Context: an optimization exercise on an open-source flow, tuned for small area, a short achievable clock period and few clock cycles per item. The choices shown serve that exercise and are no tape-out recipe. The RTL was checked by simulation tests, not by an equivalence proof against the original design.

// comb_stage
module comb_stage (
    input  wire        clk,
    input  wire        rst,         
    input  wire        in_valid,
    output wire        in_ready,
    input  wire [31:0] a,           
    input  wire [31:0] b,           
    input  wire [31:0] c,           
    input  wire [31:0] u,           
    input  wire        u_ok,        
    input  wire [31:0] v,           
    input  wire        v_ok,        
    output reg         out_valid,
    output reg  [31:0] x,           
    output reg         x_ok,        
    output reg         num          
);
Size in the first run: roughly 6,100 cells after synthesis, ~200 I/O pins, ~58,000 um2 of cells after synthesis.
clock: 45.0 ns
lec_check: 0
cap_margin: 20
core_margin: 2
core_utilization: 75
cts_cluster_diameter: 120
cts_cluster_size: 25
place_density: 0.85
slew_margin: 20
synth_hierarchical: 1
standard.sh (not shown) runs the stock make flow with config.mk's settings and CLKGATE_MAP_FILE= SYNTH_SCRIPT=/design/flow/synth_recipe.tcl, a recipe that flattens the netlist after the stock synthesis.
==> flow/flow/run.sh <==
#!/bin/bash
# Layout: the standard flow (standard.sh) with two changes.
#  1. The port buffers the flow inserts on every input and output are
#     sky130_fd_sc_hd__buf_2 cells rather than the resizer's default choice.
#  2. Between synthesis and floorplanning, flow/downsize.tcl swaps the
#     combinational cells of drive strength 2 or more that lie only on short
#     paths (worst setup slack at least 36.8 ns against the 45 ns clock) for the
#     same function at drive strength 1. Flip-flops are not touched.
# Each tool's output goes to a log of its own here; ORFS also keeps each
# step's log under orfs/logs/.
set -euo pipefail
export BUFFER_PORTS_ARGS="-buffer_cell sky130_fd_sc_hd__buf_2"
bash standard.sh synth > synth.log 2>&1
R="orfs/results/${FLOW_PLATFORM}/comb_stage/base"
DOWNSIZE_LIB="${FLOW_HOME}/platforms/${FLOW_PLATFORM}/lib/sky130_fd_sc_hd__tt_025C_1v80.lib" \
DOWNSIZE_ODB="$R/1_synth.odb" DOWNSIZE_SDC="$R/1_synth.sdc" DOWNSIZE_MIN_SLACK=36.8 \
  openroad -exit flow/downsize.tcl > downsize.log 2>&1
bash standard.sh > standard.log 2>&1
==> flow/flow/downsize.tcl <==
# Swap combinational cells of drive strength 2 or more (buffers, inverters and
# flip-flops excepted) for the same function at drive strength 1 when every
# path through the cell is short: its worst setup slack is at least
# DOWNSIZE_MIN_SLACK ns. Runs on the synthesized design before floorplanning.
set odb $::env(DOWNSIZE_ODB)
read_liberty $::env(DOWNSIZE_LIB)
read_db $odb
read_sdc $::env(DOWNSIZE_SDC)
set_load 0.004 [get_nets *]
set min_slack $::env(DOWNSIZE_MIN_SLACK)
set db [ord::get_db]
set cand {}
foreach inst [[ord::get_db_block] getInsts] {
  set m [$inst getMaster]
  set name [$m getName]
  if {![regexp {^(sky130_fd_sc_hd__(\w+?))_(\d+)$} $name -> base func drive]} { continue }
  if {$drive < 2} { continue }
  if {[regexp {^(buf|clkbuf|dly|clkdly|dfxtp|dfrtp|dfstp|dfxbp|edfxtp|sdf|dlx|conb|tap|fill|decap|diode|inv|clkinv)} $func]} { continue }
  set nm [$db findMaster ${base}_1]
  if {$nm == "NULL" || $nm == ""} { continue }
  set worst 1e9
  foreach it [$inst getITerms] {
    if {![$it isOutputSignal]} { continue }
    set pin [get_pins [$inst getName]/[[$it getMTerm] getName]]
    set s [get_property $pin slack_max]
    if {$s < $worst} { set worst $s }
  }
  if {$worst >= $min_slack} { lappend cand [list $inst $nm] }
}
set n 0
foreach c $cand {
  [lindex $c 0] swapMaster [lindex $c 1]
  incr n
}
puts "downsized $n cells"
write_db $odb
Testbench counts at the start, summed over its fixed seeds: cycles 16,048, items 16,000.
Edit:
--- a/flow/flow/run.sh
+++ b/flow/flow/run.sh
@@ -6,3 +6,3 @@
 #     combinational cells of drive strength 2 or more that lie only on short
-#     paths (worst setup slack at least 36.8 ns against the 45 ns clock) for the
+#     paths (worst setup slack at least 37 ns against the 45 ns clock) for the
 #     same function at drive strength 1. Flip-flops are not touched.
@@ -15,3 +15,3 @@
 DOWNSIZE_LIB="${FLOW_HOME}/platforms/${FLOW_PLATFORM}/lib/sky130_fd_sc_hd__tt_025C_1v80.lib" \
-DOWNSIZE_ODB="$R/1_synth.odb" DOWNSIZE_SDC="$R/1_synth.sdc" DOWNSIZE_MIN_SLACK=36.8 \
+DOWNSIZE_ODB="$R/1_synth.odb" DOWNSIZE_SDC="$R/1_synth.sdc" DOWNSIZE_MIN_SLACK=37.0 \
   openroad -exit flow/downsize.tcl > downsize.log 2>&1
--- a/flow/config.mk
+++ b/flow/config.mk
@@ -9,6 +9,4 @@
 export CORE_MARGIN = 2
-export CORE_UTILIZATION = 75
-export CTS_CLUSTER_DIAMETER = 120
-export CTS_CLUSTER_SIZE = 25
-export PLACE_DENSITY = 0.85
+export CORE_UTILIZATION = 70
+export PLACE_DENSITY = 0.8
 export SLEW_MARGIN = 20
Setup slack gets worse by 33 ps.
Clock-buffer cell count came out higher by 37.
Global-route usage came out lower by 3.1 points.
Wire length came out lower slightly.
Cell count came out higher slightly.
Sequential cell count is unchanged.
Edit:
--- a/flow/config.mk
+++ b/flow/config.mk
@@ -10,2 +10,4 @@
 export CORE_UTILIZATION = 70
+export CTS_CLUSTER_DIAMETER = 120
+export CTS_CLUSTER_SIZE = 25
 export PLACE_DENSITY = 0.8
The new run went through all stages and came out clean.
Design area drops by 1.5%.
Worst setup slack gains 23 ps.
Synthesized cell count is unchanged.

* * *

gamma:
comb_stage again, from the RTL that the note above started with.
export LEC_CHECK = 0
export CAP_MARGIN = 20
export CORE_MARGIN = 2
export CORE_UTILIZATION = 70
export CTS_CLUSTER_DIAMETER = 120
export CTS_CLUSTER_SIZE = 25
export PLACE_DENSITY = 0.8
export SLEW_MARGIN = 20
export SYNTH_HIERARCHICAL = 1
create_clock -name core_clock -period 45.0 [get_ports {clk}]
==> flow/flow/run.sh <==
#!/bin/bash
# Layout: the standard flow (standard.sh) unchanged, except that the port
# buffers the flow inserts on every input and output are sky130_fd_sc_hd__buf_2
# cells rather than the resizer's default choice. make's output goes to
# standard.log; ORFS keeps each step's own log under orfs/logs/.
set -euo pipefail
export BUFFER_PORTS_ARGS="-buffer_cell sky130_fd_sc_hd__buf_2"
bash standard.sh > standard.log 2>&1
Testbench counts of gamma, summed over its fixed seeds: cycles 16,048, items 16,000.
### gamma -> beta
Settings: CTS_CLUSTER_DIAMETER no longer set, was 120; CTS_CLUSTER_SIZE no longer set, was 25.
--- outcome ---
From beta to gamma, number of buffers inserted by port buffering did not move at all.
Between beta and gamma, the buffering stage count on the worst path with inverters included figures differ only marginally.
Compared with gamma, placement density in the core of beta is higher.
In beta, the proportion of layout cells with a drive suffix above 1 came out 0.67 points above the value in gamma.
Looking only at first-iteration DRC count, and setting everything else aside, the higher value of gamma and beta goes to beta.
The via count reported for beta is higher than the one for gamma.
On overall fraction of global-route tracks in use: between gamma and beta, it ends up higher for beta.
Route | beta vs gamma | wire longer in beta

re-timing with driven ports:
In the flow no input, the clock included, has a driving cell. The finished layouts below were timed again as built, in two steps.
Step 1 assumes that a clkbuf_16 drives the clock port and a buf_2 every other input.
Step 2 moves the port delays by t, midway between the first and last clock arrival at a register: inputs arrive t later, outputs are due t later. That takes back most of the time a late clock gives input paths.
Slacks: no drivers / after step 1 / after step 2; pairs: no drivers / after step 1.
| run | t (ns) | setup slack, ns | worst setup path after step 2 | worst register clock-pin slew, ns | pins driven straight from the clock port |
|---|---|---|---|---|---|
| the first run of note 1 | 0.724 | 34.892 / 34.818 / 35.541 | register to output | 0.10 / 0.10 | 1 |
| the second run of note 1 | 0.741 | 34.859 / 34.786 / 35.527 | register to output | 0.07 / 0.07 | 1 |
| the third run of note 1 | 0.744 | 34.882 / 34.806 / 35.551 | register to output | 0.10 / 0.10 | 1 |
| gamma | 0.730 | 34.885 / 34.815 / 35.545 | register to output | 0.10 / 0.10 | 1 |
| beta | 0.739 | 34.884 / 34.811 / 35.550 | register to output | 0.07 / 0.07 | 1 |
After both steps every run listed still meets setup and hold.
